Source: an optimization exercise on an open RTL-to-GDS flow (aim: small area, a short achievable clock period and few clock cycles). Production flows keep margins and buffers that such runs may drop. In this exercise RTL edits were held to simulation tests only and were not proved equivalent to the original.

$ cat flow/design.v
module mtr_engine (
    input  wire        clk,
    input  wire        rst,
    input  wire        in_valid,
    output wire        in_ready,
    input  wire        in_op,       
    input  wire [2:0]  in_meter,
    input  wire [31:0] in_now,      
    input  wire [13:0] in_len,      
    input  wire [1:0]  in_pre,      
    input  wire [31:0] in_cir,      
    input  wire [31:0] in_pir,      
    input  wire [23:0] in_cbs,      
    input  wire [23:0] in_pbs,      
    input  wire        in_mode,
    input  wire        in_aware,
    input  wire        in_reset,
    input  wire [7:0]  in_ladj,     
    input  wire [5:0]  in_act,      
    input  wire [5:0]  in_ycls,
    input  wire [5:0]  in_rcls,
    output reg         out_valid,
    output reg  [1:0]  out_colour,
    output reg         out_drop,
    output reg         out_reclass,
    output reg  [5:0]  out_class,
    output reg  [46:0] out_tc,
    output reg  [46:0] out_tp
);
    localparam NM = 8;
    assign in_ready = 1'b1;
    function [46:0] scale;
        input [23:0] x;
        begin
            scale = ({23'd0, x} << 23) - ({23'd0, x} << 18) - ({23'd0, x} << 17)
                  + ({23'd0, x} << 12) + ({23'd0, x} << 9);
        end
    endfunction
    function [4:0] msb;
        input [31:0] x;
        integer k;
        begin
            msb = 5'd0;
            for (k = 1; k < 32; k = k + 1)
                if (x[k]) msb = k[4:0];
        end
    endfunction
    integer j;
    reg [NM-1:0] rec_ok;
    reg [NM*32-1:0] cir_f;
    reg [NM*32-1:0] pir_f;
    reg [NM*24-1:0] cbs_f;
    reg [NM*24-1:0] pbs_f;
    reg [NM-1:0]    mode_f;
    reg [NM-1:0]    aware_f;
    reg [NM*8-1:0] ladj_f;
    reg [NM*6-1:0] act_f;
    reg [NM*6-1:0] ycls_f;
    reg [NM*6-1:0] rcls_f;
    reg [NM*47-1:0] tc_f;
    reg [NM*47-1:0] tp_f;
    reg [NM*32-1:0] tlast_f;
    reg        r1_v;
    reg        r1_op;
    reg [2:0]  r1_m;
    reg [NM-1:0] r1_oh;              
    reg [31:0] r1_now;
    reg [13:0] r1_len;
    reg [1:0]  r1_pre;
    reg [31:0] r1_cir, r1_pir;
    reg [23:0] r1_cbs, r1_pbs;
    reg        r1_mode, r1_aware, r1_reset;
    reg [7:0]  r1_ladj;
    reg [5:0]  r1_act, r1_ycls, r1_rcls;
    always @(posedge clk) begin
        r1_v     <= in_valid & ~rst;
        r1_op    <= in_op;
        r1_m     <= in_meter;
        r1_oh    <= 8'd1 << in_meter;
        r1_now   <= in_now;
        r1_len   <= in_len;
        r1_pre   <= in_pre;
        r1_cir   <= in_cir;
        r1_pir   <= in_pir;
        r1_cbs   <= in_cbs;
        r1_pbs   <= in_pbs;
        r1_mode  <= in_mode;
        r1_aware <= in_aware;
        r1_reset <= in_reset;
        r1_ladj  <= in_ladj;
        r1_act   <= in_act;
        r1_ycls  <= in_ycls;
        r1_rcls  <= in_rcls;
    end
    wire [NM-1:0] r1_sel = r1_oh & rec_ok;
    wire        ok = |r1_sel;
    reg         r_mode, r_aw;
    reg  [31:0] s_cir, s_pir, s_tl;
    reg  [23:0] r_cbs, r_pbs;
    reg  [7:0]  r_ladj;
    reg  [5:0]  r_act, r_ycls, r_rcls;
    always @(*) begin
        r_mode = 1'b0; r_aw = 1'b0;
        s_cir = 32'd0; s_pir = 32'd0; s_tl = 32'd0;
        r_cbs = 24'd0; r_pbs = 24'd0; r_ladj = 8'd0;
        r_act = 6'd0; r_ycls = 6'd0; r_rcls = 6'd0;
        for (j = 0; j < NM; j = j + 1) begin
            r_mode = r_mode | (r1_sel[j] & mode_f[j]);
            r_aw   = r_aw   | (r1_sel[j] & aware_f[j]);
            s_cir  = s_cir  | ({32{r1_sel[j]}} & cir_f[j*32 +: 32]);
            s_pir  = s_pir  | ({32{r1_sel[j]}} & pir_f[j*32 +: 32]);
            s_tl   = s_tl   | ({32{r1_sel[j]}} & tlast_f[j*32 +: 32]);
            r_cbs  = r_cbs  | ({24{r1_sel[j]}} & cbs_f[j*24 +: 24]);
            r_pbs  = r_pbs  | ({24{r1_sel[j]}} & pbs_f[j*24 +: 24]);
            r_ladj = r_ladj | ({8{r1_sel[j]}}  & ladj_f[j*8 +: 8]);
            r_act  = r_act  | ({6{r1_sel[j]}}  & act_f[j*6 +: 6]);
            r_ycls = r_ycls | ({6{r1_sel[j]}}  & ycls_f[j*6 +: 6]);
            r_rcls = r_rcls | ({6{r1_sel[j]}}  & rcls_f[j*6 +: 6]);
        end
    end
    wire [23:0] s_cbs  = r_cbs;
    wire [23:0] s_pbs  = r_pbs;
    wire        s_mode = r_mode;
    wire        s_aw   = r_aw;
    wire [7:0]  s_ladj = r_ladj;
    wire [5:0]  s_act  = r_act;
    wire [5:0]  s_ycls = r_ycls;
    wire [5:0]  s_rcls = r_rcls;
    wire [31:0] dt     = r1_now - s_tl;
    wire [31:0] s_pt   = s_mode ? s_cir : s_pir;
    wire [34:0] bx = {2'b00, dt, 1'b0};
    reg  [16:0] d_one, d_two, d_neg;
    always @(*) begin
        for (j = 0; j < 17; j = j + 1) begin
            d_one[j] = bx[2*j] ^ bx[2*j+1];
            d_two[j] = (bx[2*j +: 3] == 3'b011) || (bx[2*j +: 3] == 3'b100);
            d_neg[j] = bx[2*j+2];
        end
    end
    wire signed [15:0] badj = $signed({2'b00, r1_len}) + $signed({{8{s_ladj[7]}}, s_ladj});
    wire [14:0] b   = badj[15] ? 15'd0 : badj[14:0];
    reg        r2_v, r2_op, r2_mode;
    reg [2:0]  r2_m;
    reg [NM-1:0] r2_oh;
    reg        r2_ok;                
    reg [31:0] r2_cir, r2_pir;
    reg [16:0] r2_one, r2_two, r2_neg;
    reg [4:0]  r2_ldt, r2_lc, r2_lp;  
    reg        r2_nzc, r2_nzp;       
    reg [23:0] r2_cbs, r2_pbs;
    reg [48:0] r2_u;
    always @(posedge clk) begin
        r2_v    <= r1_v & ~rst;
        r2_op   <= r1_op;
        r2_mode <= s_mode;
        r2_m    <= r1_m;
        r2_oh   <= r1_oh;
        r2_ok   <= ok;
        r2_one  <= d_one;
        r2_two  <= d_two;
        r2_neg  <= d_neg;
        r2_ldt  <= msb(dt);
        r2_lc   <= msb(s_cir);
        r2_lp   <= msb(s_pt);
        r2_nzc  <= (|s_cir) & (|dt);
        r2_nzp  <= (|s_pt) & (|dt);
        r2_cir  <= s_cir;
        r2_pir  <= s_mode ? s_cir : s_pir;    
        r2_cbs  <= s_cbs;
        r2_pbs  <= s_pbs;
        r2_u    <= r1_op ? {r1_reset, r1_pbs, r1_cbs}
                         : {14'd0, s_rcls, s_ycls, s_act, (s_aw ? r1_pre : 2'd0), b};
    end
    always @(posedge clk) begin
        if (rst)
            rec_ok <= {NM{1'b0}};
        else if (r1_v & r1_op)
            rec_ok[r1_m] <= 1'b1;
    end
    always @(posedge clk) begin
        for (j = 0; j < NM; j = j + 1) begin
            if (r1_v & r1_oh[j]) begin
                tlast_f[j*32 +: 32] <= r1_now;
                if (r1_op) begin
                    cir_f[j*32 +: 32]  <= r1_cir;
                    pir_f[j*32 +: 32]  <= r1_pir;
                    cbs_f[j*24 +: 24]  <= r1_cbs;
                    pbs_f[j*24 +: 24]  <= r1_pbs;
                    mode_f[j]          <= r1_mode;
                    aware_f[j]         <= r1_aware;
                    ladj_f[j*8 +: 8]   <= r1_ladj;
                    act_f[j*6 +: 6]    <= r1_act;
                    ycls_f[j*6 +: 6]   <= r1_ycls;
                    rcls_f[j*6 +: 6]   <= r1_rcls;
                end
            end
        end
    end
    wire [48:0] prod_c, prod_p;
    mtr_mul49 mul_c (.a(r2_cir), .one(r2_one), .two(r2_two), .neg(r2_neg), .p(prod_c));
    mtr_mul49 mul_p (.a(r2_pir), .one(r2_one), .two(r2_two), .neg(r2_neg), .p(prod_p));
    wire [5:0]  l_c    = r2_lc + r2_ldt;
    wire [5:0]  l_p    = r2_lp + r2_ldt;
    wire        big_c  = r2_nzc & ((l_c >= 6'd48) | ((l_c == 6'd47) & prod_c[48]));
    wire        big_p  = r2_nzp & ((l_p >= 6'd48) | ((l_p == 6'd47) & prod_p[48]));
    wire [23:0] w_cbs  = r2_u[23:0];
    wire [23:0] w_pbs  = r2_u[47:24];
    wire        w_rst  = r2_u[48];
    wire [23:0] b_in   = {9'd0, r2_u[14:0]};
    wire [23:0] sb_in  = !r2_op ? b_in   : (w_rst || w_cbs < r2_cbs) ? w_cbs : r2_cbs;
    wire [23:0] sc_in  = !r2_op ? r2_pbs : (w_rst || w_pbs < r2_pbs) ? w_pbs : r2_pbs;
    wire        fwd3 = r3_v & |(r3_oh & r2_oh);
    wire        fwd4 = out_valid & |(r4_oh & r2_oh);
    reg  [46:0] rd_tc, rd_tp;
    always @(*) begin
        rd_tc = 47'd0;
        rd_tp = 47'd0;
        for (j = 0; j < NM; j = j + 1) begin
            rd_tc = rd_tc | ({47{r2_oh[j] & r2_ok}} & tc_f[j*47 +: 47]);
            rd_tp = rd_tp | ({47{r2_oh[j] & r2_ok}} & tp_f[j*47 +: 47]);
        end
    end
    wire [46:0] tc_new, tp_new;
    reg [NM-1:0] r4_oh;              
    reg        r3_v, r3_op, r3_reset, r3_mode;
    reg [2:0]  r3_m;
    reg [NM-1:0] r3_oh;
    reg [47:0] r3_addc, r3_addp;
    reg        r3_bigc, r3_bigp;
    reg        r3_cge, r3_pge;       
    reg [46:0] r3_ra, r3_rb, r3_rc;
    reg [1:0]  r3_pre;
    reg [5:0]  r3_act, r3_ycls, r3_rcls;
    reg [46:0] r3_tc, r3_tp;         
    always @(posedge clk) begin
        r3_v     <= r2_v & ~rst;
        r3_op    <= r2_op;
        r3_reset <= r2_u[48];
        r3_mode  <= r2_mode;
        r3_m     <= r2_m;
        r3_oh    <= r2_oh;
        r3_addc  <= prod_c[47:0];
        r3_addp  <= prod_p[47:0];
        r3_bigc  <= big_c;
        r3_bigp  <= big_p;
        r3_ra    <= scale(r2_cbs);
        r3_rb    <= scale(sb_in);
        r3_rc    <= scale(sc_in);
        r3_cge   <= (r2_cbs >= b_in);
        r3_pge   <= (r2_pbs >= b_in);
        r3_pre   <= r2_u[16:15];
        r3_act   <= r2_u[22:17];
        r3_ycls  <= r2_u[28:23];
        r3_rcls  <= r2_u[34:29];
        r3_tc    <= fwd3 ? tc_new : fwd4 ? out_tc : rd_tc;
        r3_tp    <= fwd3 ? tp_new : fwd4 ? out_tp : rd_tp;
    end
    wire [46:0] c_tc = r3_tc;
    wire [46:0] c_tp = r3_tp;
    wire [48:0] A      = {2'b0, c_tc} + {1'b0, r3_addc};
    wire [50:0] dA     = {4'b0, c_tc} + {3'b0, r3_addc} - {4'b0, r3_ra};
    wire [50:0] dB     = {4'b0, c_tc} + {3'b0, r3_addc} - {4'b0, r3_rb};
    wire [47:0] dAB    = {1'b0, r3_ra} - {1'b0, r3_rb};
    wire        geA    = r3_bigc | ~dA[50];
    wire        geB    = r3_bigc | ~dB[50];
    wire        clipc  = r3_op ? geB : geA;
    wire [46:0] tc_ref = ~clipc ? A[46:0] : r3_op ? r3_rb : r3_ra;
    wire        tc_ge  = geA ? r3_cge : geB;                   
    wire [46:0] tc_sub = geA ? dAB[46:0] : dB[46:0];           
    wire [50:0] opm    = {3'b0, r3_addp};    
    wire [50:0] mtc    = r3_mode ? {4'b0, c_tc} : 51'd0;
    wire [50:0] mcb    = r3_mode ? {4'b0, r3_ra} : 51'd0;
    wire [50:0] Ta     = {4'b0, c_tp} + opm + mtc - mcb;
    wire [50:0] gtT    = {4'b0, c_tp} + opm + mtc - mcb + {4'b1111, ~r3_rc};
    wire [50:0] dT     = {4'b0, c_tp} + opm + mtc - mcb - {4'b0, r3_rb};
    wire [47:0] dP     = {1'b0, c_tp} - (r3_op ? {1'b0, r3_rc} : {1'b0, r3_rb});
    wire [47:0] dCB    = {1'b0, r3_rc} - {1'b0, r3_rb};
    wire        keep   = r3_mode & ~geA;
    wire        clipp  = keep ? (r3_op & ~dP[47])
                              : (r3_bigp | ~gtT[50]);
    wire [46:0] tp_ref = clipp ? r3_rc : keep ? c_tp : Ta[46:0];
    wire        tp_ge  = clipp ? r3_pge : keep ? ~dP[47] : ~dT[50];           
    wire [46:0] tp_sub = clipp ? dCB[46:0] : keep ? dP[46:0] : dT[46:0];     
    wire pre_r = (r3_pre == 2'd2);
    wire pre_y = (r3_pre == 2'd1);
    reg  [1:0] colour;
    always @(*) begin
        if (r3_mode) begin
            if (!pre_r && !pre_y && tc_ge)  colour = 2'd0;
            else if (!pre_r && tp_ge)       colour = 2'd1;
            else                            colour = 2'd2;
        end else begin
            if (!tp_ge || pre_r)            colour = 2'd2;
            else if (!tc_ge || pre_y)       colour = 2'd1;
            else                            colour = 2'd0;
        end
    end
    wire take_c = (colour == 2'd0);
    wire take_p = r3_mode ? (colour == 2'd1) : (colour != 2'd2);
    assign      tc_new = r3_op ? (r3_reset ? r3_rb : tc_ref)
                               : (take_c ? tc_sub : tc_ref);
    assign      tp_new = r3_op ? (r3_reset ? r3_rc : tp_ref)
                               : (take_p ? tp_sub : tp_ref);
    wire [1:0] action  = (colour == 2'd0) ? r3_act[1:0] :
                         (colour == 2'd1) ? r3_act[3:2] : r3_act[5:4];
    wire       drop    = (action == 2'd1);
    wire       reclass = (action == 2'd2) && (colour != 2'd0);
    wire [5:0] cls     = (colour == 2'd1) ? r3_ycls : r3_rcls;
    always @(posedge clk) begin
        for (j = 0; j < NM; j = j + 1) begin
            if (out_valid & r4_oh[j]) begin
                tc_f[j*47 +: 47] <= out_tc;
                tp_f[j*47 +: 47] <= out_tp;
            end
        end
    end
    always @(posedge clk) begin
        out_valid   <= r3_v & ~rst;
        out_colour  <= r3_op ? 2'd0 : colour;
        out_drop    <= ~r3_op & drop;
        out_reclass <= ~r3_op & reclass;
        out_class   <= (~r3_op & reclass) ? cls : 6'd0;
        r4_oh       <= r3_oh;
        out_tc      <= tc_new;
        out_tp      <= tp_new;
    end
endmodule
module mtr_mul49 (
    input  wire [31:0] a,
    input  wire [16:0] one,
    input  wire [16:0] two,
    input  wire [16:0] neg,
    output wire [48:0] p
);
    function [48:0] cst;
        input integer dummy;
        integer k;
        begin
            cst = 49'd0;
            for (k = 0; k < 17; k = k + 1)
                if (33 + 2*k < 49) cst = cst - (49'd1 << (33 + 2*k));
        end
    endfunction
    localparam [48:0] C = cst(0);
    wire [32:0] a1 = {1'b0, a};
    wire [32:0] a2 = {a, 1'b0};
    reg  [48:0] acc;
    reg  [32:0] m;
    reg  [33:0] row;
    integer i;
    always @(*) begin
        acc = C;
        for (i = 0; i < 17; i = i + 1) begin
            m   = ({33{one[i]}} & a1) | ({33{two[i]}} & a2);
            row = {~neg[i], m ^ {33{neg[i]}}};
            acc = acc + ({15'd0, row} << (2*i)) + ({48'd0, neg[i]} << (2*i));
        end
    end
    assign p = acc;
endmodule
$ cat flow/flow/run.sh
#!/bin/bash
# The standard layout, with repair_timing asked to leave 25 ns of setup slack
# at the design's own clock period, so that it keeps working on paths that
# already meet the clock. Make's output goes to its own log here; each ORFS
# step keeps its own log under orfs/logs.
set -euo pipefail
bash standard.sh SETUP_SLACK_MARGIN=25 finish > standard_finish.log 2>&1
$ cat flow/standard.sh
#!/bin/bash
# synth_recipe.tcl (not shown) runs the flow's synth.tcl, then flattens the netlist and writes it again
# the make line also repeats each setting of config.mk as NAME=value (left out here)
make -C /OpenROAD-flow-scripts/flow DESIGN_CONFIG=/design/flow/config.mk WORK_HOME=/design/flow/orfs CLKGATE_MAP_FILE= SYNTH_SCRIPT=/design/flow/synth_recipe.tcl "${@:-finish}"
$ cat flow/config.mk
export PLATFORM = sky130hd
export DESIGN_NAME = mtr_engine
export DESIGN_NICKNAME = mtr_engine
export VERILOG_FILES = /design/flow/design.v
export SDC_FILE = /design/flow/constraint.sdc
export NUM_CORES = 4
export LEC_CHECK = 0
export ABC_AREA = 1
export CAP_MARGIN = 45
export CORE_MARGIN = 2
export CORE_UTILIZATION = 50
export SLEW_MARGIN = 40
$ cat flow/constraint.sdc
create_clock -name core_clock -period 33.0 [get_ports {clk}]
set_input_delay 6.6000 -clock core_clock [delete_from_list [all_inputs] [get_ports {clk}]]
set_output_delay 6.6000 -clock core_clock [all_outputs]
set_load 0.01 [all_outputs]
==> results.yml, run 1 <==
outcome:
  status: "timing/DRC/antenna clean"
routing:
  antenna_left: 0
  wl_met3_mm: 64.5
  vias: 139000
  met2_length_mm: 280
  drt_pre_antenna_iters: 8
  avgViaCountPerCell: 5.97
  wl_met1_mm: 266
  topRoutingLayerUsed: "met5"
  wl_per_cell_um: 27.6
  wirelength_mm: 644
  drt_iter0_drc: 15800
  drc: 0
global_route:
  grt_max_degree: 110
  grt_overflow: 0
  antenna_found_initial: 32
  grt_pass1_wl_mm: 925
  grt_use_total: 0.339
  grt_pass1_vias: 133000
logic_synthesis:
  synth_area_per_cell_um2: 10.2
  synth_cells: 18000
  syn_area_um2: 183000
  synth_edf_count: 2128
  synth_seq_cells: 3029
  postSynthNetCount: 20300
  ys_warn_count: 2
  synthTopCellsByArea: "edfxtp_1, fa_1, dfxtp_1"
  async_reset_ff_frac: 0
  synth_area_leader_cell: "edfxtp_1"
  yosys.cell_types.count: 74
  yosysSeqAreaShare: 0.449
  ys.flop_type: "edfxtp_1"
  synth_top_area_share: 0.350
place:
  place_area_um2: 191000
  post-place-ws_ps: 24360
  hpwl_mm: 454
  routabilityCongestion: 1.01
  io_buffers: 300
layout:
  fin_nets: 20600
  fillCellCount: 31700
  drive_gt1_frac: 0.0773
  fin_area_um2: 204000
  area_delta_synth_final_pct: 12.0
  final_util: 0.563
timing:
  clock.fmax_ghz: 0.122
  max_slew_margin: 0.365
  setup_viol: 0
  worst_slew_pin_slew_ps: 948
  period_share: 0.249
  clock_skew_ps: 83.2
  slew_violations: 0
  min_period_ps: 8230
  fin_setup_tns_ps: 0
  finalHoldViolCount: 0
  rsz0062_at_grt: "yes"
  setup_ws_ps: 24770
clock_tree:
  cts_buffers: 327
  clock_path_buffers: 4
  clk_latency_ps: 970
  hold_buffers: 0
  root_buffer: "clkbuf_16"
  clk_pin_slew_ps: 60
  cts-htree-levels: 5
  cts.sinks: 3029
  cts_tree: "yes"
flow_run:
  maxCapViolCount: 0
critical_path:
  critPathBufInv: 1
  crit_family: "flip-flops"
  cp_max_fo: 2
  cp_cell_sequence: "buf_6"
  critPathArrivalTime_ps: 1630
  critical_path_required_ps: 26400
  end_kind: "primary output"
  slowest_stage: "dfxtp_4"
  start_kind: "register"
  critPathMaxStageDelay_ps: 480
  r2r_cells: 26
  cp.depth: 1
  critical_path_class: "register to primary output"
floorplanning:
  initial_utilization: 0.503
  pin_count: 302
  rows: 221
  dieArea_um2: 370000
  die_h_um: 608
  die_w_um: 608
  coreArea_um2: 363000
hold_path:
  hold_path_class: "register to register"
  holdPathStages: 0
## timing repair
| action | CTS | global route |
|---|---|---|
| cloned | 0 | 1 |
| pin swaps | 0 | 3 |
| resized for setup | 814 | 138 |
| endpoints found under the setup margin | 267 | 293 |
| setup buffers | 106 | 22 |
## area by class of cell
cell class | instances | area, um2 | area share
timing repair buffer | 781 | 7380 | 0.0361
clock inverter | 151 | 1780 | 0.00870
clock buffer | 455 | 9150 | 0.0448
tap | 4794 | 6000 | 0.0293
multi-input combinational | 11900 | 89500 | 0.438
sequential | 3029 | 82300 | 0.403
antenna | 8 | 20.0 | 0.0000979
inverter | 2151 | 8240 | 0.0403
## path summary, 6_finish.rpt
path | slack, ps | start | end
hold reg to reg | 340 | r2_u[26] | r3_ycls[3]
setup reg to reg | 25100 | r2_two[7] | r3_bigc
hold / removal | 340 | r2_u[26] | r3_ycls[3]
setup / recovery | 24770 | out_tp[44] | out_tp[44]
## cell usage after synthesis (219+ instances only)
| master | instances |
|---|---|
| ha_1 | 1089 |
| clkbuf_1 | 605 |
| o21ai_0 | 693 |
| dfxtp_1 | 901 |
| a221oi_1 | 340 |
| xnor2_1 | 219 |
| inv_1 | 2080 |
| fa_1 | 1042 |
| nand3_1 | 457 |
| a21oi_1 | 841 |
| xor2_1 | 1249 |
| edfxtp_1 | 2128 |
| nor2_1 | 716 |
| o22ai_1 | 928 |
| nand2_1 | 3232 |
## kinds of logic after synthesis
kind of cell / Yosys count / synth area share
AND/OR/NAND/NOR: 4838 / 0.109
XOR/XNOR: 1468 / 0.0704
AO/OA/AOI/OAI: 3502 / 0.120
flip-flops: 3029 / 0.449
adder cells (fa/ha/maj): 2131 / 0.189
buffers and inverters: 3007 / 0.0626
other: 1 / 0.0000205
multiplexers: 7 / 0.000425
## cells in the final DEF, fill, tap and decap left out, types with 216 or more instances in the layout
master and n:
nand2_1 3222, edfxtp_1 2128, inv_1 2046, xor2_1 1246, ha_1 1089, fa_1 1042
o22ai_1 928, a21oi_1 832, dfxtp_1 774, nor2_1 707, o21ai_0 670, nand3_1 456
buf_4 379, a221oi_1 339, clkbuf_16 336, xnor2_1 218, nand4_1 216
## flip-flops by register name, indices dropped and copies added (netlist names), 48 cells and up
signal   count
pbs_f      192
r3_addp     48
cir_f      256
tc_f       376
pir_f      256
tp_f       376
r3_addc     48
rcls_f      48
r2_u        49
ladj_f      64
cbs_f      192
ycls_f      48
act_f       48
tlast_f    256
## per-layer routing
layer,track usage,up-vias
met5,0,-
met4,0.152,4
met3,0.0676,1404
met2,0.511,7482
met1,0.474,68200
li1,-,62200
## stage by stage
step	hold slack (ps)	std cells
after CTS	340	23300
after global routing	354	23300
final	344	23300
after floorplan	310	18000
after global placement	337	22500
after detailed placement	341	22600
Testbench counts, summed over its fixed seeds: cycles 24,032.
==> run 2, diff against run 1 <==
--- a/flow/config.mk
+++ b/flow/config.mk
@@ -6,5 +6,4 @@
 export NUM_CORES = 4
 export LEC_CHECK = 0
-export ABC_AREA = 1
 export CAP_MARGIN = 45
 export CORE_MARGIN = 2
==> run 2 against run 1 <==
Setup slack got worse by 52 ps. First-iteration DRC count is 0.53% lower. Fmax down 0.63%. Register-to-register slack worse by 380 ps. Critical path type is now register to register. Cell count fell by 12%. Non-clock buffer count up 200. Critical path depth up 35. Clock skew is 23 ps higher. Still clean.
==> results.yml, run 2 <==
clock_tree:
  clk_latency_ps: 960
  clk_pin_slew_ps: 70
  cts_tree: "yes"
  clock_path_buffers: 4
  cts-htree-levels: 5
  cts_buffers: 319
  cts.sinks: 3029
  root_buffer: "clkbuf_16"
  hold_buffers: 0
layout:
  regArea_um2: 82400
  fin_nets: 17900
  drive_gt1_frac: 0.125
  mostFrequentLayoutCell: "edfxtp_1"
  multi_input_area_um2: 90400
  area_delta_synth_final_pct: 15.4
  fillCellCount: 29400
  fin_cells: 20600
  final_cell_mix: "edfxtp_1, a22oi_1, inv_1"
  reg_top3: "tc_f (376), tp_f (376)"
logic_synthesis:
  ys_warn_count: 2
  postSynthNetCount: 17500
  yosys.cell_types.count: 105
  synth_seq_cells: 3029
  ys.flop_type: "edfxtp_1"
  synth_area_per_cell_um2: 11.7
  syn_area_um2: 178000
  synth_top_area_share: 0.359
  synth_cells: 15200
  synthMostInstantiatedCell: "edfxtp_1"
  yosys-top-cells-count: "edfxtp_1, a22oi_1, inv_1, ha_1, xnor2_1"
  synthTopCellsByArea: "edfxtp_1, fa_1, dfxtp_1"
  synth_area_leader_cell: "edfxtp_1"
  yosysSeqAreaShare: 0.460
  async_reset_ff_frac: 0
  synth_edf_count: 2128
routing:
  drt_pre_antenna_iters: 7
  wl_per_cell_um: 30.0
  antenna_left: 0
  avgViaCountPerCell: 6.29
  drc: 0
  drt_iter0_drc: 15700
  wirelength_mm: 617
  vias: 129000
timing:
  finalHoldViolCount: 0
  period_share: 0.251
  min_period_ps: 8280
  clock_skew_ps: 106
  fin_setup_tns_ps: 0
  worst_slew_pin_slew_ps: 940
  slew_violations: 0
  clock.fmax_ghz: 0.121
  rsz0062_at_grt: "yes"
  setup_viol: 0
  max_slew_margin: 0.367
outcome:
  status: "timing/DRC/antenna clean"
global_route:
  grt_pass1_vias: 125000
  grt_overflow: 0
  grt_pass1_wl_mm: 872
  grt_max_degree: 112
  grt_use_total: 0.328
  antenna_found_initial: 28
place:
  hpwl_mm: 405
  dp_cells: 19600
  io_buffers: 300
  routabilityCongestion: 0.977
critical_path:
  end_kind: "register"
  critical_path_class: "register to register"
  critPathArrivalTime_ps: 9150
  cp_max_fo: 7
  start_kind: "register"
  critPathMaxStageDelay_ps: 630
  slowest_stage: "or4_4"
  critical_path_required_ps: 33870
floorplanning:
  die_w_um: 601
  initial_utilization: 0.501
  dieArea_um2: 361000
  die_h_um: 601
  pin_count: 302
  rows: 219
  coreArea_um2: 355000
hold_path:
  hold_path_class: "register to register"
flow_run:
  maxCapViolCount: 0
-- run 2: area by class of cell --
class / count / share of cell area
multi-input combinational: 9887 / 0.439
sequential: 3029 / 0.401
timing repair buffer: 981 / 0.0546
clock buffer: 441 / 0.0443
tap: 4751 / 0.0289
inverter: 1317 / 0.0243
clock inverter: 149 / 0.00745
antenna: 6 / 0.0000730
-- run 2: metrics by stage --
stage	instance area [um2]	utilization	hold WS (ps)	setup WS, ps
after floorplan	178000	-	309	24980
after global placement	186000	0.524	337	22700
after detailed placement	187000	0.526	339	22650
after CTS	201000	0.567	343	24770
after global routing	206000	0.579	351	24490
final	206000	0.579	349	24720
-- run 2: final timing paths --
kind	from	end	slack, ps	cells past startpoint
max	r3_mode	out_class[3]	24720	36
max reg2reg	r3_mode	out_class[3]	24720	36
min	r3_oh[1]	r4_oh[1]	350	0
min reg2reg	r3_oh[1]	r4_oh[1]	350	0
-- run 2: routing by layer --
metal  global-route usage  wire, um  up-vias
met5                    0        46        -
met4                0.146     33400        8
met3               0.0713     62300     1467
met2                0.491    267000     7143
met1                0.457    254000    64800
li1                     -         -    55900
-- run 2: kinds of logic after synthesis --
kind of cell | after synthesis | synth area share
flip-flops | 3029 | 0.460
AND/OR/NAND/NOR | 2180 | 0.0602
buffers and inverters | 2258 | 0.0479
multiplexers | 207 | 0.0121
AO/OA/AOI/OAI | 3974 | 0.158
XOR/XNOR | 1394 | 0.0685
adder cells (fa/ha/maj) | 2131 | 0.194
other | 1 | 0.0000210
-- run 2: timing repair --
item / CTS / global route
gates resized for setup: 1109 / 536
setup buffers: 194 / 101
setup endpoints to repair: 311 / 297
gates cloned: 12 / 36
pin swaps: 66 / 134
hold endpoints to repair: 0 / 0
-- run 2: worst max-delay path, delay by kind of cell (launching register included) --
family | cells | cell delay [ps]
AO/OA/AOI/OAI | 12 | 2210
XOR/XNOR | 2 | 200
adder cells (fa/ha/maj) | 4 | 1520
buffers and inverters | 7 | 900
flip-flops | 1 | 380
AND/OR/NAND/NOR | 11 | 3020
==> run 3, diff against run 2 <==
==> flow/flow/run.sh (replaced) <==
#!/bin/bash
# The standard layout, with repair_timing asked to leave 24.8 ns of setup slack
# at the design's own clock period, so that it keeps working on paths that
# already meet the clock. Make's output goes to its own log here; each ORFS
# step keeps its own log under orfs/logs.
set -euo pipefail
bash standard.sh SETUP_SLACK_MARGIN=24.8 finish > standard_finish.log 2>&1
--- a/flow/config.mk
+++ b/flow/config.mk
@@ -6,4 +6,5 @@
 export NUM_CORES = 4
 export LEC_CHECK = 0
+export ABC_AREA = 1
 export CAP_MARGIN = 45
 export CORE_MARGIN = 2
==> run 3 against run 2 <==
Still clean. First-iteration DRC count up 0.17%. Final area down 1.1%. Utilization down 1.8 points. Critical path depth down 35. Hold slack worse by 9.3 ps. Flip-flop and latch count unchanged. Via count up 7.4%. Clock skew down 22 ps. Synthesized cell count up 19%. Routed wire length up 3.9%. Sequential share of layout area up 0.37 points. Critical path type is now register to primary output. Largest cell class unchanged.
==> results.yml, run 3 <==
floorplanning:
  initial_utilization: 0.503
  die_w_um: 608
  dieArea_um2: 370000
  die_h_um: 608
  rows: 221
  pin_count: 302
  coreArea_um2: 363000
logic_synthesis:
  synth_area_leader_cell: "edfxtp_1"
  synth_cells: 18000
  yosysSeqAreaShare: 0.449
  synth_edf_count: 2128
  synthTopCellsByArea: "edfxtp_1, fa_1, dfxtp_1"
  synth_seq_cells: 3029
  postSynthNetCount: 20300
  synth_top_area_share: 0.350
  syn_area_um2: 183000
  yosys-top-cells-count: "nand2_1, edfxtp_1, inv_1, xor2_1, ha_1"
  yosys.cell_types.count: 74
  async_reset_ff_frac: 0
  synth_area_per_cell_um2: 10.2
  ys_warn_count: 2
  ys.flop_type: "edfxtp_1"
  synthMostInstantiatedCell: "nand2_1"
critical_path:
  critPathBufInv: 1
  cp_max_fo: 7
  end_kind: "primary output"
  critPathArrivalTime_ps: 1620
  cp_cell_sequence: "buf_8"
  start_kind: "register"
  critical_path_required_ps: 26400
  critPathMaxStageDelay_ps: 460
  rrSetupSlack_ps: 25010
  slowest_stage: "dfxtp_4"
  cp.depth: 1
  r2r_cells: 22
  critical_path_class: "register to primary output"
  crit_family: "flip-flops"
timing:
  finalHoldViolCount: 0
  max_slew_margin: 0.364
  setup_ws_ps: 24780
  whs_ps: 340
  rsz0062_at_grt: "yes"
  period_share: 0.249
  setup_viol: 0
  slew_violations: 0
  fin_setup_tns_ps: 0
  clock.fmax_ghz: 0.122
  clock_skew_ps: 84.5
  min_period_ps: 8220
  worst_slew_pin_slew_ps: 950
clock_tree:
  cts_buffers: 327
  root_buffer: "clkbuf_16"
  cts_tree: "yes"
  cts-htree-levels: 5
  hold_buffers: 0
  cts.sinks: 3029
  clk_latency_ps: 970
  clock_path_buffers: 4
  clk_pin_slew_ps: 60
flow_run:
  maxCapViolCount: 0
routing:
  drc: 0
  wl_per_cell_um: 27.6
  wirelength_mm: 641
  vias: 139000
  avgViaCountPerCell: 5.97
  drt_iter0_drc: 15800
  antenna_left: 0
  drt_pre_antenna_iters: 8
layout:
  fin_nets: 20500
  final_cell_mix: "nand2_1, edfxtp_1, inv_1"
  fin_cells: 23300
  reg_top3: "tc_f (376), tp_f (376)"
  final_util: 0.561
  area_delta_synth_final_pct: 11.4
  fillCellCount: 31800
  mostFrequentLayoutCell: "nand2_1"
  drive_gt1_frac: 0.0735
global_route:
  grt_pass1_vias: 133000
  antenna_found_initial: 34
  grt_pass1_wl_mm: 923
  grt_max_degree: 110
  grt_use_total: 0.338
  grt_overflow: 0
place:
  dp_cells: 22600
  post-place-ws_ps: 24360
  routabilityCongestion: 1.01
  hpwl_mm: 454
  io_buffers: 300
outcome:
  status: "timing/DRC/antenna clean"
hold_path:
  hold_path_class: "register to register"
  holdPathStages: 0
==> run 3: changes by cell type after synthesis, moves of 774 or more <==
cell	delta
inv_1	+774
o22ai_1	+917
xor2_1	+905
xnor2_1	-831
nand2_1	+2571
a22oi_1	-1717
==> run 3: final timing paths <==
| path | from | endpoint |
|---|---|---|
| max | out_tp[46] | out_tp[46] |
| min | r2_u[26] | r3_ycls[3] |
| max reg2reg | r2_neg[14] | r3_bigc |
| min reg2reg | r2_u[26] | r3_ycls[3] |
==> run 3: final cells by class <==
cell class	instances	area, um2	share of cell area
tap	4794	6000	0.0295
inverter	2151	8220	0.0404
sequential	3029	82300	0.405
timing repair buffer	731	6480	0.0319
multi-input combinational	11900	89500	0.440
clock buffer	455	9150	0.0450
clock inverter	151	1780	0.00875
antenna	10	25.0	0.000123
==> run 3: metal layers <==
metal  share of wire  wire [um]  global-route usage
met1            0.41     266000               0.471
met3           0.098      62900              0.0699
met4           0.050      32400               0.151
met2            0.44     280000               0.510
met5         0.00013         83                   0
==> run 3: cell families after synthesis <==
logic type      count (synthesis)  synth area share
other cells                     1         0.0000205
buf+inv                      3007            0.0626
mux                             7          0.000425
flops                        3029             0.449
compound gates               3502             0.120
simple gates                 4838             0.109
fa+ha+maj                    2131             0.189
xor+xnor                     1468            0.0704
==> run 3: stage by stage <==
stage	area, um2
2_1_floorplan	183000
6_report	203000
5_1_grt	203000
3_3_place_gp	191000
3_5_place_dp	191000
4_1_cts	203000
==> run 3: what timing repair did <==
action | 4_1_cts | 5_1_grt
resized for setup | 624 | 93
pin swaps | 0 | 1
buffers inserted | 66 | 11
endpoints found under the hold margin | 0 | 0
endpoints found under the setup margin | 230 | 186
==> run 4, diff against run 3 <==
--- a/flow/config.mk
+++ b/flow/config.mk
@@ -10,3 +10,5 @@
 export CORE_MARGIN = 2
 export CORE_UTILIZATION = 50
+export CTS_CLUSTER_DIAMETER = 100
+export CTS_CLUSTER_SIZE = 18
 export SLEW_MARGIN = 40
==> run 4 against run 3 <==
Cell count decreased by 0.93%. Fmax up 0.10%. Flip-flop and latch count is the same. Register-to-register slack worse by 60 ps. Routed wire length decreased by 0.36%. Die area unchanged. Global-route usage is 0.15 points lower. Still clean. Final area down 2.3%. First-iteration DRC count rose by 3.5%. Largest cell class unchanged. Highest routed layer unchanged. Via count down 0.67%.
==> results.yml, run 4 <==
outcome:
  status: "timing/DRC/antenna clean"
logic_synthesis:
  synth_seq_cells: 3029
  synth-simple-area-share: 0.109
  yosys-top-cells-count: "nand2_1, edfxtp_1, inv_1, xor2_1, ha_1"
  yosys.area_share.xor_xnor: 0.0704
  synth_top_area_share: 0.350
  synth_cells: 18000
  synth_area_leader_cell: "edfxtp_1"
  synth-compound-area-share: 0.120
  synth_area_per_cell_um2: 10.2
  synth_mux_area_frac: 0.000425
  yosysSeqAreaShare: 0.449
  ys_warn_count: 2
  syn_area_um2: 183000
  postSynthNetCount: 20300
  synth_edf_count: 2128
  ys.flop_type: "edfxtp_1"
  async_reset_ff_frac: 0
  yosys.cell_types.count: 74
  synth_top_family_by_area: "adder cells"
  synthTopCellsByArea: "edfxtp_1, fa_1, dfxtp_1"
  synthAdderAreaFrac: 0.189
  synthMostInstantiatedCell: "nand2_1"
critical_path:
  start_kind: "register"
  r2r_start: "r2_two[6]"
  end_kind: "primary output"
  critPathMaxStageDelay_ps: 490
  cp_max_fo: 2
  startpoint: "out_tp[44]"
  critical_path_required_ps: 26400
  cp_cell_sequence: "buf_6"
  slowest_stage: "dfxtp_4"
  critPathArrivalTime_ps: 1610
  crit_family: "flip-flops"
  critical_path_class: "register to primary output"
  critPathBufInv: 1
floorplanning:
  coreArea_um2: 363000
  rows: 221
  die_h_um: 608
  dieArea_um2: 370000
  pin_count: 302
  die_w_um: 608
  initial_utilization: 0.503
timing:
  worst_slew_pin_slew_ps: 946
  finalHoldViolCount: 0
  period_share: 0.249
  max_slew_margin: 0.367
  clock.fmax_ghz: 0.122
  setup_viol: 0
  clock_skew_ps: 93.3
  fin_setup_tns_ps: 0
  min_period_ps: 8210
  rsz0062_at_grt: "yes"
  slew_violations: 0
global_route:
  antenna_found_initial: 34
  grt_max_degree: 110
  grt_pass1_vias: 132000
  grt_pass1_wl_mm: 918
  grt_use_total: 0.337
  grt_overflow: 0
routing:
  vias: 138000
  wl_met3_mm: 62.3
  avgViaCountPerCell: 5.98
  met2_length_mm: 279
  drt_iter0_drc: 16300
  drt_pre_antenna_iters: 6
  drc: 0
  antenna_left: 0
  wirelength_mm: 639
  wl_per_cell_um: 27.7
  topRoutingLayerUsed: "met5"
  wl_met1_mm: 266
clock_tree:
  cts_buffers: 203
  cts.sinks: 3029
  cts_tree: "yes"
  cts-htree-levels: 4
  root_buffer: "clkbuf_16"
  clk_pin_slew_ps: 80
  hold_buffers: 0
  clk_latency_ps: 970
  clock_path_buffers: 4
layout:
  mostFrequentLayoutCell: "nand2_1"
  reg_top3: "tc_f (376), tp_f (376)"
  final_cell_mix: "nand2_1, edfxtp_1, inv_1"
  final_util: 0.548
  fin_nets: 20400
  area_delta_synth_final_pct: 8.86
  drive_gt1_frac: 0.0608
place:
  io_buffers: 300
  routabilityCongestion: 1.01
  hpwl_mm: 454
flow_run:
  maxCapViolCount: 0
hold_path:
  hold_path_class: "register to register"
  hold_path_startpoint: "r3_oh[2]"
run 4: layer usage:
metal / up-vias / global-route usage
li1: 61800 / -
met2: 7189 / 0.510
met5: - / 0
met3: 1282 / 0.0631
met1: 67700 / 0.473
met4: 8 / 0.144
run 4: path summary, 6_finish.rpt:
check,endpoint,slack (ps),cells after the start
worst max-delay path,out_tp[44],24790,1
worst min-delay path,r4_oh[2],350,0
worst max register to register,r3_bigc,24950,26
worst min register to register,r4_oh[2],350,0
run 4: timing repair:
item,CTS,global route
buffers inserted,71,23
resized for setup,603,95
setup endpoints to repair,230,198
pin swaps,0,2
run 4: cell families (layout without fill, tap and decap cells):
group,count (synthesis),in the layout
xor gates and xnor gates,1468,1468
and+or+nand+nor,4838,4838
DFF,3029,3029
other,1,10
buffers and inverters,3007,3272
adders and majority gates,2131,2131
AOI/OAI and AO/OA,3502,3502
muxes,7,7
run 4: stage by stage:
stage               hold WS (ps)  std cells  instance area [um2]  setup WS (ps)
finish                       354      23100               199000          24790
global route                 359      23000               199000          24740
CTS                          351      23000               198000          24570
detailed placement           341      22600               191000          24360
global placement             337      22500               191000          24390
floorplan                    310      18000               183000          25740
run 4: layout make-up:
class	count	area, um2
fillers	32300	164000
multi-input cells	11900	89500
flip-flops and latches	3029	82300
inverters	2151	8210
repair buffers	745	6600
well taps	4794	6000
clock buffers	341	5640
clock inverters	35	484
diodes	9	22.5
==> run 5, diff against run 4 <==
--- a/flow/config.mk
+++ b/flow/config.mk
@@ -10,5 +10,5 @@
 export CORE_MARGIN = 2
 export CORE_UTILIZATION = 50
-export CTS_CLUSTER_DIAMETER = 100
-export CTS_CLUSTER_SIZE = 18
+export CTS_CLUSTER_DIAMETER = 110
+export CTS_CLUSTER_SIZE = 22
 export SLEW_MARGIN = 40
==> run 5 against run 4 <==
Sequential share of layout area increased by 0.18 points. Non-clock buffer count is 3 lower. Hold slack better by 4.6 ps. Utilization is 0.24 points lower. Via count decreased by 0.27%. Synthesized cell count unchanged. Critical endpoint unchanged.
==> results.yml, run 5 <==
timing:
  finalHoldViolCount: 0
  clock.fmax_ghz: 0.122
  worst_slew_pin_slew_ps: 897
  fin_setup_tns_ps: 0
  clock_skew_ps: 98.9
  slew_violations: 0
  max_slew_margin: 0.399
  rsz0062_at_grt: "yes"
  period_share: 0.249
  min_period_ps: 8210
  setup_viol: 0
critical_path:
  critPathArrivalTime_ps: 1610
  crit_family: "flip-flops"
  start_kind: "register"
  startpoint: "out_tp[44]"
  critical_path_class: "register to primary output"
  critical_path_required_ps: 26400
  r2r_start: "r2_neg[14]"
  slowest_stage: "dfxtp_4"
  critPathMaxStageDelay_ps: 500
  end_kind: "primary output"
  cp_max_fo: 2
  critPathBufInv: 1
  cp_cell_sequence: "buf_6"
clock_tree:
  hold_buffers: 0
  cts.sinks: 3029
  cts-htree-levels: 4
  clk_pin_slew_ps: 90
  clk_latency_ps: 970
  clock_path_buffers: 4
  root_buffer: "clkbuf_16"
  cts_buffers: 172
  cts_tree: "yes"
layout:
  mostFrequentLayoutCell: "nand2_1"
  final_cell_mix: "nand2_1, edfxtp_1, inv_1"
  area_delta_synth_final_pct: 8.39
  fin_nets: 20400
  drive_gt1_frac: 0.0588
  reg_top3: "tc_f (376), tp_f (376)"
logic_synthesis:
  synth_cells: 18000
  synth_seq_cells: 3029
  synthMostInstantiatedCell: "nand2_1"
  ys_warn_count: 2
  synth_top_area_share: 0.350
  synthTopCellsByArea: "edfxtp_1, fa_1, dfxtp_1"
  synth_area_leader_cell: "edfxtp_1"
  yosys.cell_types.count: 74
  postSynthNetCount: 20300
  synth_area_per_cell_um2: 10.2
  ys.flop_type: "edfxtp_1"
  synth_edf_count: 2128
  yosysSeqAreaShare: 0.449
  async_reset_ff_frac: 0
  yosys-top-cells-count: "nand2_1, edfxtp_1, inv_1, xor2_1, ha_1"
  syn_area_um2: 183000
floorplanning:
  die_w_um: 608
  pin_count: 302
  rows: 221
  dieArea_um2: 370000
  coreArea_um2: 363000
  die_h_um: 608
  initial_utilization: 0.503
global_route:
  grt_pass1_wl_mm: 917
  grt_pass1_vias: 131000
  grt_max_degree: 110
  antenna_found_initial: 38
  grt_use_total: 0.336
  grt_overflow: 0
routing:
  antenna_left: 0
  drt_iter0_drc: 16100
  met2_length_mm: 278
  wl_per_cell_um: 27.8
  avgViaCountPerCell: 5.98
  drt_pre_antenna_iters: 7
  wl_met3_mm: 60.5
  wirelength_mm: 638
  wl_met1_mm: 267
  vias: 138000
  drc: 0
  topRoutingLayerUsed: "met5"
hold_path:
  hold_path_class: "register to register"
  hold_path_startpoint: "r3_oh[0]"
outcome:
  status: "timing/DRC/antenna clean"
flow_run:
  maxCapViolCount: 0
place:
  hpwl_mm: 454
  routabilityCongestion: 1.01
  io_buffers: 300
## run 5: layout make-up
cell class / count / area, um2
antenna: 10 / 25.0
clock buffer: 277 / 4720
clock inverter: 37 / 529
fill: 32300 / 165000
inverter: 2151 / 8220
multi-input combinational: 11900 / 89500
sequential: 3029 / 82300
tap: 4794 / 6000
timing repair buffer: 742 / 6600
## run 5: routing by layer
metal,vias up,track usage
met5,-,0
met4,12,0.144
met3,1334,0.0624
met2,7052,0.510
met1,67500,0.473
li1,61600,-
## run 5: metrics by stage
stage	cell area, um2	std cells	hold slack (ps)	worst slack (ps)	util
6_report	198000	23000	359	24790	0.545
5_1_grt	198000	23000	361	24660	0.545
4_1_cts	197000	22900	358	24570	0.544
3_5_place_dp	191000	22600	341	24360	0.527
3_3_place_gp	191000	22500	337	24390	0.525
2_1_floorplan	183000	18000	310	25740	-
## run 5: what timing repair did
action	CTS	global route
setup endpoints to repair	233	186
setup buffers	72	17
endpoints found under the hold margin	0	0
pin swaps	0	1
gates resized for setup	596	93
## run 5: path summary, 6_finish.rpt
path,end,slack (ps),depth (start not counted)
max reg2reg,r3_bigc,25010,22
min,r4_oh[0],360,0
min reg2reg,r4_oh[0],360,0
max,out_tp[44],24790,1
## run 5: cells by family (layout without fill, tap and decap cells)
group / count (synthesis) / after routing / share of synthesized area
simple gates: 4838 / 4838 / 0.109
compound gates: 3502 / 3502 / 0.120
flops: 3029 / 3029 / 0.449
buf+inv: 3007 / 3207 / 0.0626
fa+ha+maj: 2131 / 2131 / 0.189
xor+xnor: 1468 / 1468 / 0.0704
mux: 7 / 7 / 0.000425
other cells: 1 / 11 / 0.0000205
==> run 6, diff against run 5 <==
--- a/flow/design.v
+++ b/flow/design.v
@@ -37,4 +37,11 @@
         end
     endfunction
+    function [6:0] act_code;
+        input [1:0] a;
+        input [5:0] cls;
+        begin
+            act_code = (a == 2'd2) ? {1'b1, cls} : {6'd0, a == 2'd1};
+        end
+    endfunction
     function [4:0] msb;
         input [31:0] x;
@@ -55,7 +62,7 @@
     reg [NM-1:0]    aware_f;
     reg [NM*8-1:0] ladj_f;
-    reg [NM*6-1:0] act_f;
-    reg [NM*6-1:0] ycls_f;
-    reg [NM*6-1:0] rcls_f;
+    reg [NM-1:0]   gdrop_f;
+    reg [NM*7-1:0] yact_f;
+    reg [NM*7-1:0] ract_f;
     reg [NM*47-1:0] tc_f;
     reg [NM*47-1:0] tp_f;
@@ -99,10 +106,11 @@
     reg  [23:0] r_cbs, r_pbs;
     reg  [7:0]  r_ladj;
-    reg  [5:0]  r_act, r_ycls, r_rcls;
+    reg         r_gd;
+    reg  [6:0]  r_ya, r_ra;
     always @(*) begin
         r_mode = 1'b0; r_aw = 1'b0;
         s_cir = 32'd0; s_pir = 32'd0; s_tl = 32'd0;
         r_cbs = 24'd0; r_pbs = 24'd0; r_ladj = 8'd0;
-        r_act = 6'd0; r_ycls = 6'd0; r_rcls = 6'd0;
+        r_gd = 1'b0; r_ya = 7'd0; r_ra = 7'd0;
         for (j = 0; j < NM; j = j + 1) begin
             r_mode = r_mode | (r1_sel[j] & mode_f[j]);
@@ -114,7 +122,7 @@
             r_pbs  = r_pbs  | ({24{r1_sel[j]}} & pbs_f[j*24 +: 24]);
             r_ladj = r_ladj | ({8{r1_sel[j]}}  & ladj_f[j*8 +: 8]);
-            r_act  = r_act  | ({6{r1_sel[j]}}  & act_f[j*6 +: 6]);
-            r_ycls = r_ycls | ({6{r1_sel[j]}}  & ycls_f[j*6 +: 6]);
-            r_rcls = r_rcls | ({6{r1_sel[j]}}  & rcls_f[j*6 +: 6]);
+            r_gd   = r_gd   | (r1_sel[j] & gdrop_f[j]);
+            r_ya   = r_ya   | ({7{r1_sel[j]}}  & yact_f[j*7 +: 7]);
+            r_ra   = r_ra   | ({7{r1_sel[j]}}  & ract_f[j*7 +: 7]);
         end
     end
@@ -124,7 +132,4 @@
     wire        s_aw   = r_aw;
     wire [7:0]  s_ladj = r_ladj;
-    wire [5:0]  s_act  = r_act;
-    wire [5:0]  s_ycls = r_ycls;
-    wire [5:0]  s_rcls = r_rcls;
     wire [31:0] dt     = r1_now - s_tl;
     wire [31:0] s_pt   = s_mode ? s_cir : s_pir;
@@ -170,5 +175,5 @@
         r2_pbs  <= s_pbs;
         r2_u    <= r1_op ? {r1_reset, r1_pbs, r1_cbs}
-                         : {14'd0, s_rcls, s_ycls, s_act, (s_aw ? r1_pre : 2'd0), b};
+                         : {17'd0, r_ra, r_ya, r_gd, (s_aw ? r1_pre : 2'd0), b};
     end
     always @(posedge clk) begin
@@ -190,7 +195,7 @@
                     aware_f[j]         <= r1_aware;
                     ladj_f[j*8 +: 8]   <= r1_ladj;
-                    act_f[j*6 +: 6]    <= r1_act;
-                    ycls_f[j*6 +: 6]   <= r1_ycls;
-                    rcls_f[j*6 +: 6]   <= r1_rcls;
+                    gdrop_f[j]         <= (r1_act[1:0] == 2'd1);
+                    yact_f[j*7 +: 7]   <= act_code(r1_act[3:2], r1_ycls);
+                    ract_f[j*7 +: 7]   <= act_code(r1_act[5:4], r1_rcls);
                 end
             end
@@ -231,5 +236,6 @@
     reg [46:0] r3_ra, r3_rb, r3_rc;
     reg [1:0]  r3_pre;
-    reg [5:0]  r3_act, r3_ycls, r3_rcls;
+    reg        r3_gd;
+    reg [6:0]  r3_yac, r3_rac;
     reg [46:0] r3_tc, r3_tp;         
     always @(posedge clk) begin
@@ -250,7 +256,7 @@
         r3_pge   <= (r2_pbs >= b_in);
         r3_pre   <= r2_u[16:15];
-        r3_act   <= r2_u[22:17];
-        r3_ycls  <= r2_u[28:23];
-        r3_rcls  <= r2_u[34:29];
+        r3_gd    <= r2_u[17];
+        r3_yac   <= r2_u[24:18];
+        r3_rac   <= r2_u[31:25];
         r3_tc    <= fwd3 ? tc_new : fwd4 ? out_tc : rd_tc;
         r3_tp    <= fwd3 ? tp_new : fwd4 ? out_tp : rd_tp;
@@ -302,9 +308,8 @@
     assign      tp_new = r3_op ? (r3_reset ? r3_rc : tp_ref)
                                : (take_p ? tp_sub : tp_ref);
-    wire [1:0] action  = (colour == 2'd0) ? r3_act[1:0] :
-                         (colour == 2'd1) ? r3_act[3:2] : r3_act[5:4];
-    wire       drop    = (action == 2'd1);
-    wire       reclass = (action == 2'd2) && (colour != 2'd0);
-    wire [5:0] cls     = (colour == 2'd1) ? r3_ycls : r3_rcls;
+    wire [6:0] acode   = (colour == 2'd1) ? r3_yac : r3_rac;
+    wire       drop    = (colour == 2'd0) ? r3_gd : (~acode[6] & acode[0]);
+    wire       reclass = (colour != 2'd0) & acode[6];
+    wire [5:0] cls     = acode[5:0];
     always @(posedge clk) begin
         for (j = 0; j < NM; j = j + 1) begin
--- a/flow/config.mk
+++ b/flow/config.mk
@@ -10,5 +10,5 @@
 export CORE_MARGIN = 2
 export CORE_UTILIZATION = 50
-export CTS_CLUSTER_DIAMETER = 110
-export CTS_CLUSTER_SIZE = 22
+export CTS_CLUSTER_DIAMETER = 100
+export CTS_CLUSTER_SIZE = 18
 export SLEW_MARGIN = 40
==> run 6 against run 5 <==
Count of clock-buffer cells in the layout rose by 59. Still clean on timing, DRC and antenna. Critical path type unchanged. First-iteration DRC count rose by 5.7%. Fmax barely moved. Cell count fell by 0.53%. Highest routed layer unchanged. Via count rose by 0.49%. Synthesized cell count fell by 0.88%. Critical endpoint is now out_tc[42]. Sequential share of layout area fell by 0.38 points. Hold slack got worse by 5.6 ps.
==> results.yml, run 6 <==
outcome:
  status: "timing/DRC/antenna clean"
layout:
  reg_top3: "tc_f (376), tp_f (376)"
  final_cell_mix: "nand2_1, edfxtp_1, inv_1"
  fin_nets: 20200
  mostFrequentLayoutCell: "nand2_1"
  drive_gt1_frac: 0.0634
  area_delta_synth_final_pct: 8.98
hold_path:
  hold_path_class: "register to register"
  hold_path_startpoint: "r3_oh[4]"
  holdPathStages: 0
  hold_end: "r4_oh[4]"
global_route:
  grt_pass1_wl_mm: 935
  grt_use_total: 0.348
  grt_max_degree: 91
  antenna_found_initial: 32
  grt_pass1_vias: 132000
  grt_overflow: 0
critical_path:
  cp.depth: 1
  slowest_stage: "dfxtp_4"
  critPathMaxStageDelay_ps: 500
  cp_max_fo: 2
  rrSetupSlack_ps: 25030
  r2r_start: "r2_neg[5]"
  cp_cell_sequence: "buf_6"
  end_kind: "primary output"
  r2r_cells: 22
  critical_path_class: "register to primary output"
  critPathArrivalTime_ps: 1610
  crit_family: "flip-flops"
  critPathBufInv: 1
  start_kind: "register"
  r2r_end: "r3_bigp"
  critical_path_required_ps: 26400
floorplanning:
  die_w_um: 606
  pin_count: 302
  initial_utilization: 0.501
  coreArea_um2: 362000
  rows: 221
  die_h_um: 606
  dieArea_um2: 368000
routing:
  vias: 138000
  wl_per_cell_um: 28.5
  drt_iter0_drc: 17000
  drt_pre_antenna_iters: 6
  antenna_left: 0
  drc: 0
  avgViaCountPerCell: 6.05
  wirelength_mm: 652
timing:
  min_period_ps: 8210
  max_slew_margin: 0.367
  clock.fmax_ghz: 0.122
  clock_skew_ps: 108
  period_share: 0.249
  finalHoldViolCount: 0
  setup_viol: 0
  rsz0062_at_grt: "yes"
  fin_setup_tns_ps: 0
  worst_slew_pin_slew_ps: 945
  slew_violations: 0
clock_tree:
  clk_latency_ps: 980
  clock_path_buffers: 4
  cts-htree-levels: 4
  clk_pin_slew_ps: 90
  cts_tree: "yes"
  cts_buffers: 204
  cts.sinks: 3002
  hold_buffers: 0
  root_buffer: "clkbuf_16"
logic_synthesis:
  synthTopCellsByArea: "edfxtp_1, fa_1, dfxtp_1"
  ys_warn_count: 2
  synth_area_leader_cell: "edfxtp_1"
  syn_area_um2: 181000
  synthMostInstantiatedCell: "nand2_1"
  synth_area_per_cell_um2: 10.2
  synth_top_area_share: 0.348
  postSynthNetCount: 20100
  synth_seq_cells: 3002
  ys.flop_type: "edfxtp_1"
  yosys.cell_types.count: 74
  async_reset_ff_frac: 0
  yosys-top-cells-count: "nand2_1, edfxtp_1, inv_1, xor2_1, ha_1"
  synth_cells: 17800
  synth_edf_count: 2104
  yosysSeqAreaShare: 0.447
place:
  hpwl_mm: 463
  routabilityCongestion: 1.07
  io_buffers: 300
flow_run:
  maxCapViolCount: 0
[run 6: area by class of cell]
class | count | area, um2
multi-input combinational | 11900 | 89700
inverter | 2068 | 7910
tap | 4794 | 6000
timing repair buffer | 704 | 6420
antenna | 16 | 40.0
fill | 32100 | 164000
clock inverter | 40 | 553
clock buffer | 336 | 5660
sequential | 3002 | 81500
[run 6: logic make-up after synthesis]
kind of cell	after synthesis	synth area share
xor gates and xnor gates	1460	0.0705
other	1	0.0000207
adders and majority gates	2126	0.189
buffers and inverters	2921	0.0614
DFF	3002	0.447
and+or+nand+nor	4861	0.111
AOI/OAI and AO/OA	3432	0.119
muxes	22	0.00129
[run 6: stage by stage]
step | setup slack, ps | hold slack, ps | util | area [um2] | cells
floorplan | 25960 | 310 | - | 181000 | 17800
global placement | 23190 | 333 | 0.523 | 189000 | 22300
detailed placement | 23530 | 337 | 0.525 | 190000 | 22400
CTS | 24760 | 351 | 0.545 | 197000 | 22800
global route | 24750 | 356 | 0.546 | 198000 | 22900
finish | 24790 | 353 | 0.546 | 198000 | 22900
[run 6: timing repair]
item / 4_1_cts / 5_1_grt
buffers inserted: 75 / 6
cloned: 1 / 2
pin swaps: 0 / 4
setup endpoints to repair: 290 / 179
resized for setup: 659 / 56
[run 6: worst max-delay path by stage]
stage	from	endpoint	slack, ps
3_3_place_gp	r3_mode	out_class[3]	23190
6_report	out_tc[42]	out_tc[42]	24790
3_5_place_dp	r3_mode	out_class[4]	23530
4_1_cts	out_tc[42]	out_tc[42]	24760
5_1_grt	out_tc[42]	out_tc[42]	24750
2_1_floorplan	out_tc[11]	out_tc[11]	25960
[run 6: metal layers]
metal	up-vias	wire length, um	GRT usage
met4	22	40300	0.179
met1	67900	264000	0.482
met5	-	149	0
met2	7539	278000	0.515
met3	1533	68600	0.0723
li1	61200	-	-
[run 6: worst reg2reg max path, stage by stage, from the launching register on]
cell and delay (ps):
dfxtp_1 310, buf_4 430, clkinv_8 380, buf_4 490
xor2_1 290, fa_1 530, fa_1 520, fa_1 520
inv_1 50, fa_1 490, fa_1 420, ha_1 290
ha_1 350, nand2_1 60, o21ai_0 350, a21boi_1 210
o21ai_1 340, a21oi_1 260, o31ai_1 460, a21boi_1 260
o211ai_1 330, nand3_1 130, a211oi_1 360
Testbench counts of run 6, summed over its fixed seeds: cycles 24,032.
==> run 7, diff against run 6 <==
--- a/flow/config.mk
+++ b/flow/config.mk
@@ -10,5 +10,5 @@
 export CORE_MARGIN = 2
 export CORE_UTILIZATION = 50
-export CTS_CLUSTER_DIAMETER = 100
-export CTS_CLUSTER_SIZE = 18
+export CTS_CLUSTER_DIAMETER = 110
+export CTS_CLUSTER_SIZE = 22
 export SLEW_MARGIN = 40
==> run 7 against run 6 <==
Still clean on timing, DRC and antenna. Final area is 0.49% lower. Clock skew is 51 ps lower. Die area stayed put. First-iteration DRC count fell by 0.40%. Via count about the same. Synthesized cell count did not move. Largest cell class unchanged.
==> results.yml, run 7 <==
critical_path:
  end_kind: "primary output"
  critical_path_class: "register to primary output"
  cp_max_fo: 3
  start_kind: "register"
  critPathMaxStageDelay_ps: 480
  crit_family: "flip-flops"
  cp_cell_sequence: "buf_6"
  critical_path_required_ps: 26400
  critPathBufInv: 1
  slowest_stage: "dfxtp_4"
  critPathArrivalTime_ps: 1600
timing:
  max_slew_margin: 0.359
  clock.fmax_ghz: 0.122
  rsz0062_at_grt: "yes"
  clock_skew_ps: 56.9
  worst_slew_pin_slew_ps: 960
  setup_viol: 0
  slew_violations: 0
  min_period_ps: 8200
  fin_setup_tns_ps: 0
  setup_ws_ps: 24800
  period_share: 0.248
  finalHoldViolCount: 0
logic_synthesis:
  synth_top_area_share: 0.348
  ys_warn_count: 2
  yosysSeqAreaShare: 0.447
  yosys.cell_types.count: 74
  synth_cells: 17800
  synthTopCellsByArea: "edfxtp_1, fa_1, dfxtp_1"
  synth_area_per_cell_um2: 10.2
  synth_edf_count: 2104
  postSynthNetCount: 20100
  syn_area_um2: 181000
  synth_area_leader_cell: "edfxtp_1"
  ys.flop_type: "edfxtp_1"
  async_reset_ff_frac: 0
  synth_seq_cells: 3002
  synthMostInstantiatedCell: "nand2_1"
  yosys-top-cells-count: "nand2_1, edfxtp_1, inv_1, xor2_1, ha_1"
routing:
  antenna_left: 0
  drc: 0
  topRoutingLayerUsed: "met5"
  wl_met3_mm: 67.6
  drt_pre_antenna_iters: 10
  wirelength_mm: 651
  wl_met1_mm: 265
  vias: 138000
  wl_per_cell_um: 28.5
  met2_length_mm: 278
  avgViaCountPerCell: 6.06
  drt_iter0_drc: 16900
layout:
  fin_cells: 22800
  reg_top3: "tc_f (376), tp_f (376)"
  fillCellCount: 32200
  area_delta_synth_final_pct: 8.44
  final_cell_mix: "nand2_1, edfxtp_1, inv_1"
  drive_gt1_frac: 0.0615
  final_util: 0.544
  fin_nets: 20200
  mostFrequentLayoutCell: "nand2_1"
flow_run:
  maxCapViolCount: 0
floorplanning:
  rows: 221
  pin_count: 302
  dieArea_um2: 368000
  coreArea_um2: 362000
  die_w_um: 606
  initial_utilization: 0.501
  die_h_um: 606
global_route:
  grt_max_degree: 91
  grt_pass1_vias: 131000
  antenna_found_initial: 35
  grt_use_total: 0.347
  grt_pass1_wl_mm: 933
  grt_overflow: 0
place:
  io_buffers: 300
  post-place-ws_ps: 23530
  dp_cells: 22400
  hpwl_mm: 463
  routabilityCongestion: 1.07
clock_tree:
  hold_buffers: 0
  cts-htree-levels: 4
  cts_tree: "yes"
  clock_path_buffers: 4
  cts.sinks: 3002
  clk_pin_slew_ps: 90
  cts_buffers: 172
  clk_latency_ps: 950
  root_buffer: "clkbuf_16"
hold_path:
  hold_path_class: "register to register"
outcome:
  status: "timing/DRC/antenna clean"
-- run 7: cell type report --
class	count	area (um2)	share of cell area
antenna	19	47.5	0.000242
clock inverter	35	541	0.00275
multi-input combinational	11900	89700	0.456
tap	4794	6000	0.0305
sequential	3002	81500	0.414
clock buffer	279	4740	0.0241
timing repair buffer	702	6370	0.0324
inverter	2068	7910	0.0402
-- run 7: kinds of logic (layout without fill, tap and decap cells) --
| group | Yosys count | after routing | share of synthesized area |
|---|---|---|---|
| adder cells (fa/ha/maj) | 2126 | 2126 | 0.189 |
| flip-flops | 3002 | 3002 | 0.447 |
| other | 1 | 20 | 0.0000207 |
| buffers and inverters | 2921 | 3084 | 0.0614 |
| XOR/XNOR | 1460 | 1460 | 0.0705 |
| AND/OR/NAND/NOR | 4861 | 4864 | 0.111 |
| AO/OA/AOI/OAI | 3432 | 3432 | 0.119 |
| multiplexers | 22 | 22 | 0.00129 |
-- run 7: final timing paths --
kind,from,end,slack (ps),cells past startpoint
min reg2reg,r3_oh[1],r4_oh[1],350,0
max,out_tc[41],out_tc[41],24800,1
max reg2reg,r2_neg[5],r3_bigp,24990,22
min,r3_oh[1],r4_oh[1],350,0
-- run 7: what timing repair did --
| action | in CTS | in global routing |
|---|---|---|
| cloned | 1 | 2 |
| pin swaps | 0 | 2 |
| gates resized for setup | 638 | 72 |
| buffers inserted | 71 | 5 |
| endpoints found under the setup margin | 287 | 180 |
-- run 7: through the flow --
stage | instance area (um2) | hold WS, ps
6_report | 197000 | 352
2_1_floorplan | 181000 | 310
3_3_place_gp | 189000 | 333
4_1_cts | 196000 | 350
3_5_place_dp | 190000 | 337
5_1_grt | 197000 | 357
-- run 7: routing by layer --
metal | vias to the layer above | track usage
met1 | 68000 | 0.482
li1 | 61100 | -
met2 | 7530 | 0.516
met5 | - | 0
met4 | 24 | 0.173
met3 | 1535 | 0.0725

[static timing again, ports no longer ideal]
No port has a modelled driver above. Below, the same layouts with a new extraction and two added sets of constraints. Step 1 assumes that a clkbuf_16 drives the clock port and a buf_2 every other input. Step 2 moves the port delays by t, midway between the first and last clock arrival at a register: inputs arrive t later, outputs are due t later. That takes back most of the time a late clock gives input paths. Slacks: ideal ports / drivers / drivers and shift; pairs: ideal ports / drivers.
run | t, ns | setup WS [ns] | worst setup path after step 2
run 1 | 1.044 | 24.772 / 24.661 / 24.795 | input to register
run 2 | 1.010 | 24.720 / 24.707 / 24.720 | register to register
run 3 | 1.045 | 24.780 / 24.668 / 24.796 | input to register
run 4 | 1.034 | 24.788 / 24.677 / 24.867 | input to register
run 5 | 1.031 | 24.794 / 24.684 / 24.873 | input to register
run 6 | 1.052 | 24.786 / 24.661 / 24.803 | input to register
run 7 | 1.038 | 24.805 / 24.692 / 24.801 | input to register
After both steps setup and hold are still met in every run listed. For run 7, which loses most, drivers alone change the setup slack by -0.113 ns; drivers and shift together by -0.004 ns.
